This design comes from an exercise in tuning for small area, a short achievable clock period and few clock cycles per item on the open sky130 flow, not from production work.
In this exercise RTL edits were held to simulation tests only and were not proved equivalent to the original.

==> inputs of build 56 <==
// lim_node
module lim_node (
    input  wire         clk,
    input  wire         rst,         
    input  wire         in_valid,
    output wire         in_ready,
    input  wire [255:0] in_x,        
    input  wire [31:0]  in_thr,      
    input  wire [31:0]  in_kq,       
    output wire         out_valid,
    input  wire         out_ready,
    output wire [255:0] out_y,       
    output wire [31:0]  out_gmin     
);
    localparam [31:0] ONE = 32'h8000_0000;
    localparam [2:0] S_IDLE = 3'd0,
                     S_D0   = 3'd1,
                     S_VIS  = 3'd2,
                     S_CA   = 3'd4,
                     S_CB   = 3'd5;
    localparam [1:0] OP_NONE = 2'd0,
                     OP_CH   = 2'd1,
                     OP_OUT  = 2'd2,
                     OP_LA   = 2'd3;
    wire [30:0] thr_c = (in_thr[31] || in_thr[30:8] == 23'd0) ? 31'd256 : in_thr[30:0];
    reg  [7:0]  loud_c;
    integer k;
    always @* begin
        for (k = 0; k < 8; k = k + 1)
            loud_c[k] = {in_x[32*k +: 31] ^ {31{in_x[32*k+31]}}, in_x[32*k+31]} > {thr_c, 1'b0};
    end
    reg  [30:0] thr_r;
  ...
Settings: LEC_CHECK=0, CAP_MARGIN=20, CORE_MARGIN=2, CORE_UTILIZATION=60, PLACE_DENSITY=0.72, SLEW_MARGIN=20; clock period 17.0 ns.
run.sh (not shown) runs the stock make flow with config.mk's settings and CLKGATE_MAP_FILE= SYNTH_SCRIPT=/design/flow/synth_recipe.tcl, a recipe that flattens the netlist after the stock synthesis.
==> inputs of build 23, as changes to build 56 <==
--- a/flow/design.v
+++ b/flow/design.v
@@ -62,12 +62,14 @@
     reg  [31:0]  xr1;
     reg          xn1;
     reg          mv;
     reg  [30:0]  dm;
     reg  [3:0]   mn;
     reg          mp;                 
+    reg          mp2;                
+    reg          bt;
     reg  [30:0]  dn;
     reg  [3:0]   dv;
     reg          la_ok;              
     reg  [65:0]  ps, pc;
     reg  [1:0]   m2op;
     reg  [2:0]   m2i;
@@ -123,14 +125,13 @@
         end
     endfunction
     wire [65:0] m_p  = ps + pc;
     wire [34:0] m_r  = m_p[65:31];
     wire [30:0] m_la = m_p[64:34];
     wire [30:0] ulim  = lv[i] ? slot[i][30:0] : 31'd0;
-    wire [65:0] t_lim = ps + pc + ~{4'd0, ulim, 31'd0};
-    wire        take_lim = t_lim[65];
+    wire        take_lim = m_r[34] | ({4'b0000, ulim} > m_r);    
     wire [30:0] u_new = take_lim ? ulim : m_r[30:0];
     function [33:0] dstep2(input [31:0] r, input [31:0] d, input dn);    
         reg [32:0] t;
         reg [33:0] df;
         reg [1:0]  q;
         integer s;
@@ -166,14 +167,14 @@
     wire        more  = mv || newm;
     wire [3:0]  nxt_loud = top_bit(loud_r & ((8'd1 << i) - 8'd1));
     wire [2:0]  ni    = more ? (i - 3'd1) : nxt_loud[2:0];
     wire        ndone = (i == 3'd0) || (!more && !nxt_loud[3]);
     wire        vis   = (state == S_VIS);
     wire        rdy   = ~loud_r[i] | lv[i];                 
-    wire        fin   = vis && rdy && (!mv || la_ok) && !mp && !wb0 && !wb1;
-    wire        la_now  = vis && !fin && mv && !mp && !o7p;             
+    wire        fin   = vis && rdy && (!mv || la_ok) && !mp && !mp2 && !wb0 && !wb1;
+    wire        la_now  = vis && !fin && mv && !mp && !mp2 && !o7p;     
     wire        la_next = fin && !ndone && mv && !newm;                  
     wire [3:0]  top = top_bit(loud_r);
     wire        d0q = (state == S_D0) && !top[3];
     wire [2:0]  x_idx = (state == S_D0) ? top[2:0] : (state == S_VIS) ? top_rm[2:0] : i;
     wire [31:0] x_s   = in_x[32*x_idx +: 32];
     wire [34:0] cmp_l = dn * mn;
@@ -189,20 +190,38 @@
         S_CA:    op1 = OP_CH;
         S_CB:    op1 = (i != 3'd0 || l7) ? OP_OUT : OP_NONE;
         S_VIS:   op1 = l7 ? OP_OUT : (la_now || la_next) ? OP_LA : OP_NONE;
         default: op1 = OP_NONE;
         endcase
     end
-    wire        sel_la  = (state == S_VIS) && !o7p;
-    wire        sel_out = (state == S_IDLE) || (state == S_CB) || (state == S_VIS && o7p);
-    wire [2:0]  la_j = fin ? (i - 3'd1) : i;
-    wire [34:0] m_a = sel_la  ? {1'b0, la_m(la_j + 3'd1, mn)}
+    reg         sel_la, sel_out;     
+    wire [2:0]  i_n  = (state == S_D0) ? top[2:0] : (fin ? (ndone ? 3'd0 : ni) : i);
+    wire [3:0]  mn_n = (mp2 && bt) ? dv : mn;
+    reg  [33:0] ra, rb;
+    wire [34:0] m_a = sel_la  ? {1'b0, fin ? rb : ra}
                     : sel_out ? {3'b000, g} : {3'b000, kq_r};
-    wire [31:0] m_b = sel_la  ? {1'b0, dm}
-                    : sel_out ? xr : {1'b0, u};
-    wire        m_n = ~sel_la & ~sel_out;
+    reg  [31:0] mb;
+    reg         nb;
+    wire [30:0] dm_n = (mp2 && bt) ? dn : dm;
+    reg  [31:0] mb_n;
+    reg         nb_n;
+    always @* begin
+        mb_n = xr;                                   
+        nb_n = 1'b0;
+        case (state)
+        S_IDLE: if (in_valid) begin mb_n = {1'b0, u}; nb_n = 1'b1; end
+        S_VIS:  if (fin && ndone) begin mb_n = {1'b0, u}; nb_n = 1'b1; end
+                else mb_n = {1'b0, dm_n};
+        S_CB:   begin mb_n = {1'b0, u_new}; nb_n = 1'b1; end
+        default: ;
+        endcase
+    end
+    wire        sl_n = (state == S_VIS) && !(fin && ndone);
+    wire        so_n = ~nb_n & ~sl_n;
+    wire [31:0] m_b = mb;
+    wire        m_n = nb;
     wire [67:0] m_k = sel_la  ? {3'b000, u, 34'd0}
                     : sel_out ? {37'd0, {31{xr[31]}}} : {6'd0, u, {31{1'b1}}};
     wire [67:0] cs_s, cs_c;
     booth_cs u_mul (.a(m_a), .b(m_b), .negb(m_n), .k(m_k), .s(cs_s), .c(cs_c));
     always @(posedge clk) begin
         if (rst) begin
@@ -210,20 +229,25 @@
             u      <= 31'd0;
             ovalid <= 1'b0;
             o7p    <= 1'b0;
             o7g    <= 1'b0;
             gu     <= 1'b0;
             mp     <= 1'b0;
+            mp2    <= 1'b0;
             m2op   <= OP_NONE;
         end else begin
             if (ovalid && out_ready)
                 ovalid <= 1'b0;
             if (go) begin
                 ps   <= cs_s[65:0];
                 pc   <= cs_c[65:0];
                 m2op <= op1;
+                mb   <= mb_n;
+                nb   <= nb_n;
+                sel_la  <= sl_n;
+                sel_out <= so_n;
                 m2i  <= l7 ? 3'd7 : i - 3'd1;
                 gu   <= 1'b0;
                 if (gu)
                     gmin <= (gix == 3'd0 || g < gmin) ? g : gmin;
                 if (l7) begin
                     o7p <= 1'b0;
@@ -231,20 +255,23 @@
                 end
                 if (m2op == OP_OUT) begin
                     slot[m2i] <= m_r[31:0];
                     if (m2i == 3'd7)
                         ovalid <= 1'b1;
                 end
-                if (mp) begin
-                    mp <= 1'b0;
-                    if (better) begin
-                        mv <= 1'b1;
-                        dm <= dn;
-                        mn <= dv;
-                    end
+                ra  <= la_m(i_n + 3'd1, mn_n);
+                rb  <= la_m(i_n, mn_n);
+                mp2 <= mp;
+                bt  <= better;
+                if (mp2 && bt) begin
+                    mv <= 1'b1;
+                    dm <= dn;
+                    mn <= dv;
                 end
+                if (mp)
+                    mp <= 1'b0;
                 la_ok <= (op1 == OP_LA);
                 case (state)
                 S_IDLE: begin
                     if (o7p && !o7g) begin
                         g   <= ONE - {1'b0, u};
                         gix <= 3'd7;
==> inputs of trial 84, as changes to build 56 <==
--- a/flow/design.v
+++ b/flow/design.v
@@ -12,12 +12,13 @@
     output wire [31:0]  out_gmin     
 );
     localparam [31:0] ONE = 32'h8000_0000;
     localparam [2:0] S_IDLE = 3'd0,
                      S_D0   = 3'd1,
                      S_VIS  = 3'd2,
+                     S_P1   = 3'd3,
                      S_CA   = 3'd4,
                      S_CB   = 3'd5;
     localparam [1:0] OP_NONE = 2'd0,
                      OP_CH   = 2'd1,
                      OP_OUT  = 2'd2,
                      OP_LA   = 2'd3;
@@ -52,13 +53,12 @@
     reg          o7p;                
     reg          o7g;                
     reg  [7:0]   rm;                 
     reg          bz0, bz1;           
     reg          wb0, wb1;           
     reg  [2:0]   ix0, ix1;
-    reg  [2:0]   wx0, wx1;           
     reg  [31:0]  rem0, rem1;
     reg  [31:0]  quo0, quo1;
     reg  [3:0]   cnt0, cnt1;
     reg  [31:0]  xr1;
     reg          xn1;
     reg          mv;
@@ -86,41 +86,41 @@
             for (t = 0; t < 8; t = t + 1)
                 if (m[t]) top_bit = {1'b1, t[2:0]};
         end
     endfunction
     function [33:0] la_m(input [2:0] a, input [3:0] b);
         begin
-            case ({a, b[2:0]})
-            {3'd1, 3'd2}: la_m = 34'h200000000;
-            {3'd1, 3'd3}: la_m = 34'h155555556;
-            {3'd1, 3'd4}: la_m = 34'h100000000;
-            {3'd1, 3'd5}: la_m = 34'h0cccccccd;
-            {3'd1, 3'd6}: la_m = 34'h0aaaaaaab;
-            {3'd1, 3'd7}: la_m = 34'h092492493;
-            {3'd1, 3'd0}: la_m = 34'h080000000;
-            {3'd2, 3'd3}: la_m = 34'h2aaaaaaab;
-            {3'd2, 3'd4}: la_m = 34'h200000000;
-            {3'd2, 3'd5}: la_m = 34'h19999999a;
-            {3'd2, 3'd6}: la_m = 34'h155555556;
-            {3'd2, 3'd7}: la_m = 34'h124924925;
-            {3'd2, 3'd0}: la_m = 34'h100000000;
-            {3'd3, 3'd4}: la_m = 34'h300000000;
-            {3'd3, 3'd5}: la_m = 34'h266666667;
-            {3'd3, 3'd6}: la_m = 34'h200000000;
-            {3'd3, 3'd7}: la_m = 34'h1b6db6db7;
-            {3'd3, 3'd0}: la_m = 34'h180000000;
-            {3'd4, 3'd5}: la_m = 34'h333333334;
-            {3'd4, 3'd6}: la_m = 34'h2aaaaaaab;
-            {3'd4, 3'd7}: la_m = 34'h24924924a;
-            {3'd4, 3'd0}: la_m = 34'h200000000;
-            {3'd5, 3'd6}: la_m = 34'h355555556;
-            {3'd5, 3'd7}: la_m = 34'h2db6db6dc;
-            {3'd5, 3'd0}: la_m = 34'h280000000;
-            {3'd6, 3'd7}: la_m = 34'h36db6db6e;
-            {3'd6, 3'd0}: la_m = 34'h300000000;
-            {3'd7, 3'd0}: la_m = 34'h380000000;
+            case ({a, b})
+            {3'd1, 4'd2}: la_m = 34'h200000000;
+            {3'd1, 4'd3}: la_m = 34'h155555556;
+            {3'd1, 4'd4}: la_m = 34'h100000000;
+            {3'd1, 4'd5}: la_m = 34'h0cccccccd;
+            {3'd1, 4'd6}: la_m = 34'h0aaaaaaab;
+            {3'd1, 4'd7}: la_m = 34'h092492493;
+            {3'd1, 4'd8}: la_m = 34'h080000000;
+            {3'd2, 4'd3}: la_m = 34'h2aaaaaaab;
+            {3'd2, 4'd4}: la_m = 34'h200000000;
+            {3'd2, 4'd5}: la_m = 34'h19999999a;
+            {3'd2, 4'd6}: la_m = 34'h155555556;
+            {3'd2, 4'd7}: la_m = 34'h124924925;
+            {3'd2, 4'd8}: la_m = 34'h100000000;
+            {3'd3, 4'd4}: la_m = 34'h300000000;
+            {3'd3, 4'd5}: la_m = 34'h266666667;
+            {3'd3, 4'd6}: la_m = 34'h200000000;
+            {3'd3, 4'd7}: la_m = 34'h1b6db6db7;
+            {3'd3, 4'd8}: la_m = 34'h180000000;
+            {3'd4, 4'd5}: la_m = 34'h333333334;
+            {3'd4, 4'd6}: la_m = 34'h2aaaaaaab;
+            {3'd4, 4'd7}: la_m = 34'h24924924a;
+            {3'd4, 4'd8}: la_m = 34'h200000000;
+            {3'd5, 4'd6}: la_m = 34'h355555556;
+            {3'd5, 4'd7}: la_m = 34'h2db6db6dc;
+            {3'd5, 4'd8}: la_m = 34'h280000000;
+            {3'd6, 4'd7}: la_m = 34'h36db6db6e;
+            {3'd6, 4'd8}: la_m = 34'h300000000;
+            {3'd7, 4'd8}: la_m = 34'h380000000;
             default: la_m = 34'd0;
             endcase
         end
     endfunction
     wire [65:0] m_p  = ps + pc;
     wire [34:0] m_r  = m_p[65:31];
@@ -145,58 +145,57 @@
         end
     endfunction
     wire [33:0] dv0 = dstep2(rem0, xr, xn);
     wire [33:0] dv1 = dstep2(rem1, xr1, xn1);
     wire        wbs0 = wb0;
     wire        wbs1 = wb1 & ~wb0;
-    wire        ls0  = bz0 & (cnt0 == 4'd0);
-    wire        ls1  = bz1 & (cnt1 == 4'd0);
-    wire        fr0  = (~bz0 & (~wb0 | wbs0)) | ls0;
-    wire        fr1  = (~bz1 & (~wb1 | wbs1)) | (ls1 & ~ls0);
+    wire        fr0  = ~bz0 & (~wb0 | wbs0);
+    wire        fr1  = ~bz1 & (~wb1 | wbs1);
     wire [3:0]  top_rm = top_bit(rm);
-    wire        ld0  = (state == S_VIS) && (rm != 8'd0) && fr0;
-    wire        ld1  = (state == S_VIS) && (rm != 8'd0) && !fr0 && fr1;
-    wire [2:0]  wbi  = wbs0 ? wx0 : wx1;
+    wire        ld0  = (state == S_P1) && (rm != 8'd0) && fr0;
+    wire        ld1  = (state == S_P1) && (rm != 8'd0) && !fr0 && fr1;
+    wire [2:0]  wbi  = wbs0 ? ix0 : ix1;
     wire [31:0] wbq  = wbs0 ? quo0 : quo1;
     wire [30:0] wbu  = ~wbq[31:1] + 31'd1;               
+    wire        p1_done = (rm == 8'd0) && !bz0 && !bz1 && !wb0 && !wb1;
     wire [30:0] ur_i  = ulim;                            
     wire        use_c = mv && (m_la > ur_i);
     wire [30:0] ul_v  = use_c ? m_la : ur_i;
     wire        newm  = (ur_i > u) && (i != 3'd0);       
     wire [30:0] d_i   = ur_i - u;                        
     wire        more  = mv || newm;
     wire [3:0]  nxt_loud = top_bit(loud_r & ((8'd1 << i) - 8'd1));
     wire [2:0]  ni    = more ? (i - 3'd1) : nxt_loud[2:0];
     wire        ndone = (i == 3'd0) || (!more && !nxt_loud[3]);
     wire        vis   = (state == S_VIS);
-    wire        rdy   = ~loud_r[i] | lv[i];                 
-    wire        fin   = vis && rdy && (!mv || la_ok) && !mp && !wb0 && !wb1;
-    wire        la_now  = vis && !fin && mv && !mp && !o7p;             
+    wire        fin   = vis && (!mv || la_ok) && !mp;
+    wire        la_now  = vis && !fin && mv && !la_ok && !mp;           
     wire        la_next = fin && !ndone && mv && !newm;                  
     wire [3:0]  top = top_bit(loud_r);
     wire        d0q = (state == S_D0) && !top[3];
-    wire [2:0]  x_idx = (state == S_D0) ? top[2:0] : (state == S_VIS) ? top_rm[2:0] : i;
+    wire [2:0]  x_idx = (state == S_D0) ? top[2:0] : (state == S_P1) ? top_rm[2:0] : i;
     wire [31:0] x_s   = in_x[32*x_idx +: 32];
     wire [34:0] cmp_l = dn * mn;
     wire [34:0] cmp_r = dm * dv;
     wire better = ~mv || (cmp_l > cmp_r);
-    wire        l7 = o7p && o7g && (state == S_IDLE || state == S_VIS ||
+    wire        l7 = o7p && o7g && (state == S_IDLE || state == S_P1 ||
                                     (state == S_CB && i == 3'd0));
     reg  [1:0]  op1;
     always @* begin
         case (state)
         S_IDLE:  op1 = l7 ? OP_OUT : OP_NONE;
         S_D0:    op1 = d0q ? OP_CH : OP_NONE;
+        S_P1:    op1 = l7 ? OP_OUT : OP_NONE;
         S_CA:    op1 = OP_CH;
         S_CB:    op1 = (i != 3'd0 || l7) ? OP_OUT : OP_NONE;
-        S_VIS:   op1 = l7 ? OP_OUT : (la_now || la_next) ? OP_LA : OP_NONE;
+        S_VIS:   op1 = (la_now || la_next) ? OP_LA : OP_NONE;
         default: op1 = OP_NONE;
         endcase
     end
-    wire        sel_la  = (state == S_VIS) && !o7p;
-    wire        sel_out = (state == S_IDLE) || (state == S_CB) || (state == S_VIS && o7p);
+    wire        sel_la  = (state == S_VIS);
+    wire        sel_out = (state == S_IDLE) || (state == S_CB) || (state == S_P1);
     wire [2:0]  la_j = fin ? (i - 3'd1) : i;
     wire [34:0] m_a = sel_la  ? {1'b0, la_m(la_j + 3'd1, mn)}
                     : sel_out ? {3'b000, g} : {3'b000, kq_r};
     wire [31:0] m_b = sel_la  ? {1'b0, dm}
                     : sel_out ? xr : {1'b0, u};
     wire        m_n = ~sel_la & ~sel_out;
@@ -239,13 +238,14 @@
                     if (better) begin
                         mv <= 1'b1;
                         dm <= dn;
                         mn <= dv;
                     end
                 end
-                la_ok <= (op1 == OP_LA);
+                if (op1 == OP_LA)
+                    la_ok <= 1'b1;
                 case (state)
                 S_IDLE: begin
                     if (o7p && !o7g) begin
                         g   <= ONE - {1'b0, u};
                         gix <= 3'd7;
                         gu  <= 1'b1;
@@ -274,37 +274,35 @@
                         xn1   <= x_s[31];
                         rem1  <= {1'b0, thr_r};
                         cnt1  <= 4'd15;
                         ix1   <= top[2:0];
                         bz1   <= 1'b1;
                         rm    <= loud_r & ~(8'd1 << top[2:0]);
-                        state <= S_VIS;
+                        state <= S_P1;
                     end else begin
                         i     <= 3'd0;
                         state <= S_CB;
                     end
                 end
-                S_VIS: begin
+                S_P1: begin
                     if (bz0) begin
                         rem0 <= dv0[31:0];
                         quo0 <= {quo0[29:0], dv0[33:32]};
                         cnt0 <= cnt0 - 4'd1;
                         if (cnt0 == 4'd0) begin
                             bz0 <= 1'b0;
                             wb0 <= 1'b1;
-                            wx0 <= ix0;
                         end
                     end
                     if (bz1) begin
                         rem1 <= dv1[31:0];
                         quo1 <= {quo1[29:0], dv1[33:32]};
                         cnt1 <= cnt1 - 4'd1;
                         if (cnt1 == 4'd0) begin
                             bz1 <= 1'b0;
                             wb1 <= 1'b1;
-                            wx1 <= ix1;
                         end
                     end
                     if (wbs0 || wbs1) begin
                         slot[wbi] <= {1'b0, wbu};
                         lv[wbi]   <= 1'b1;
                     end
@@ -325,21 +323,26 @@
                         rem1 <= {1'b0, thr_r};
                         cnt1 <= 4'd15;
                         ix1  <= top_rm[2:0];
                         bz1  <= 1'b1;
                         rm   <= rm & ~(8'd1 << top_rm[2:0]);
                     end
+                    if (p1_done)
+                        state <= S_VIS;
+                end
+                S_VIS: begin
                     if (fin) begin
                         slot[i] <= {1'b0, ul_v};
                         if (use_c)
                             lv[i] <= 1'b1;
                         if (newm) begin
                             mp <= 1'b1;
                             dn <= d_i;
                             dv <= {1'b0, i} + 4'd1;
                         end
+                        la_ok  <= la_next;
                         if (ndone) begin
                             i     <= 3'd0;
                             state <= S_CA;
                         end else begin
                             i <= ni;
                         end
Settings changed: ABC_AREA from default to 1, SYNTH_MEMORY_MAX_BITS from default to 8192.
==> comparison <==
- Trial 84 finished with timing, DRC and antenna clean. Build 23 ran to the end with no violations. Build 56 finished clean.
- Between build 23 and build 56, the lower flip-flop and latch count is in build 56 (gap 71).
- Between trial 84 and build 23, the lower area after synthesis is in trial 84 (gap 0.36%, measured against build 23).
- Register-to-register slack: build 56 < trial 84 < build 23.
- In build 23 the worst hold slack is better than in trial 84, by 0.034 ns.
==> figures <==
item                                                    build 56          build 23          trial 84
Status                                            finished clean    finished clean    finished clean
Data required, critical path                            17.55 ns          17.49 ns          17.46 ns
Relative slew slack                                        11.1%             15.7%             11.1%
RR Endpoint                                     ps[20]$_DFFE_PP_  ps[36]$_DFFE_PP_  ps[20]$_DFFE_PP_
Total routing usage reported by global routing             47.3%             43.1%             48.1%
FMAX                                                    98.6 MHz           117 MHz           107 MHz
Net count of the mapped netlist                            12700             13100             15000
Post-Synth Simple-Gate Area                                11.7%             11.0%             15.8%
Register-to-Register Setup Slack                         6.85 ns           9.08 ns           7.65 ns
Testbench counts of build 56, summed over its fixed seeds: cycles 42,645, blocks 1,600.
Testbench counts of build 23, summed over its fixed seeds: cycles 42,763, blocks 1,600.
Testbench counts of trial 84, summed over its fixed seeds: cycles 45,340, blocks 1,600.

static timing again, ports no longer ideal:
No port has a modelled driver above. Below, the same layouts with a new extraction and two added sets of constraints.
Step 1 (the two cells are an assumption about what drives the block):
set clk [get_ports {clk}]
set_driving_cell -lib_cell sky130_fd_sc_hd__clkbuf_16 $clk
set_driving_cell -lib_cell sky130_fd_sc_hd__buf_2 [delete_from_list [all_inputs] $clk]
Step 2 times the ports against the registers' clock, not the clock port: input delays grow and output delays shrink by t, the midpoint of the rising clock arrivals with the driver on.
Slacks: ideal / step 1 / step 2; pairs: ideal / step 1.
run	t (ns)	setup slack, ns	hold slack, ns	worst setup path after step 2	clock arrival spread, ns
build 56	0.832	6.854 / 6.854 / 6.854	0.419 / 0.419 / 0.419	register to register	0.059 / 0.058
build 23	0.857	8.418 / 8.350 / 7.493	0.416 / 0.416 / 0.416	input to register	0.076 / 0.077
trial 84	0.861	7.645 / 7.645 / 7.645	0.383 / 0.383 / 0.383	register to register	0.123 / 0.123
After both steps setup and hold are still met in every run listed. For build 23, which loses most, drivers alone change the setup slack by -0.068 ns; drivers and shift together by -0.925 ns.
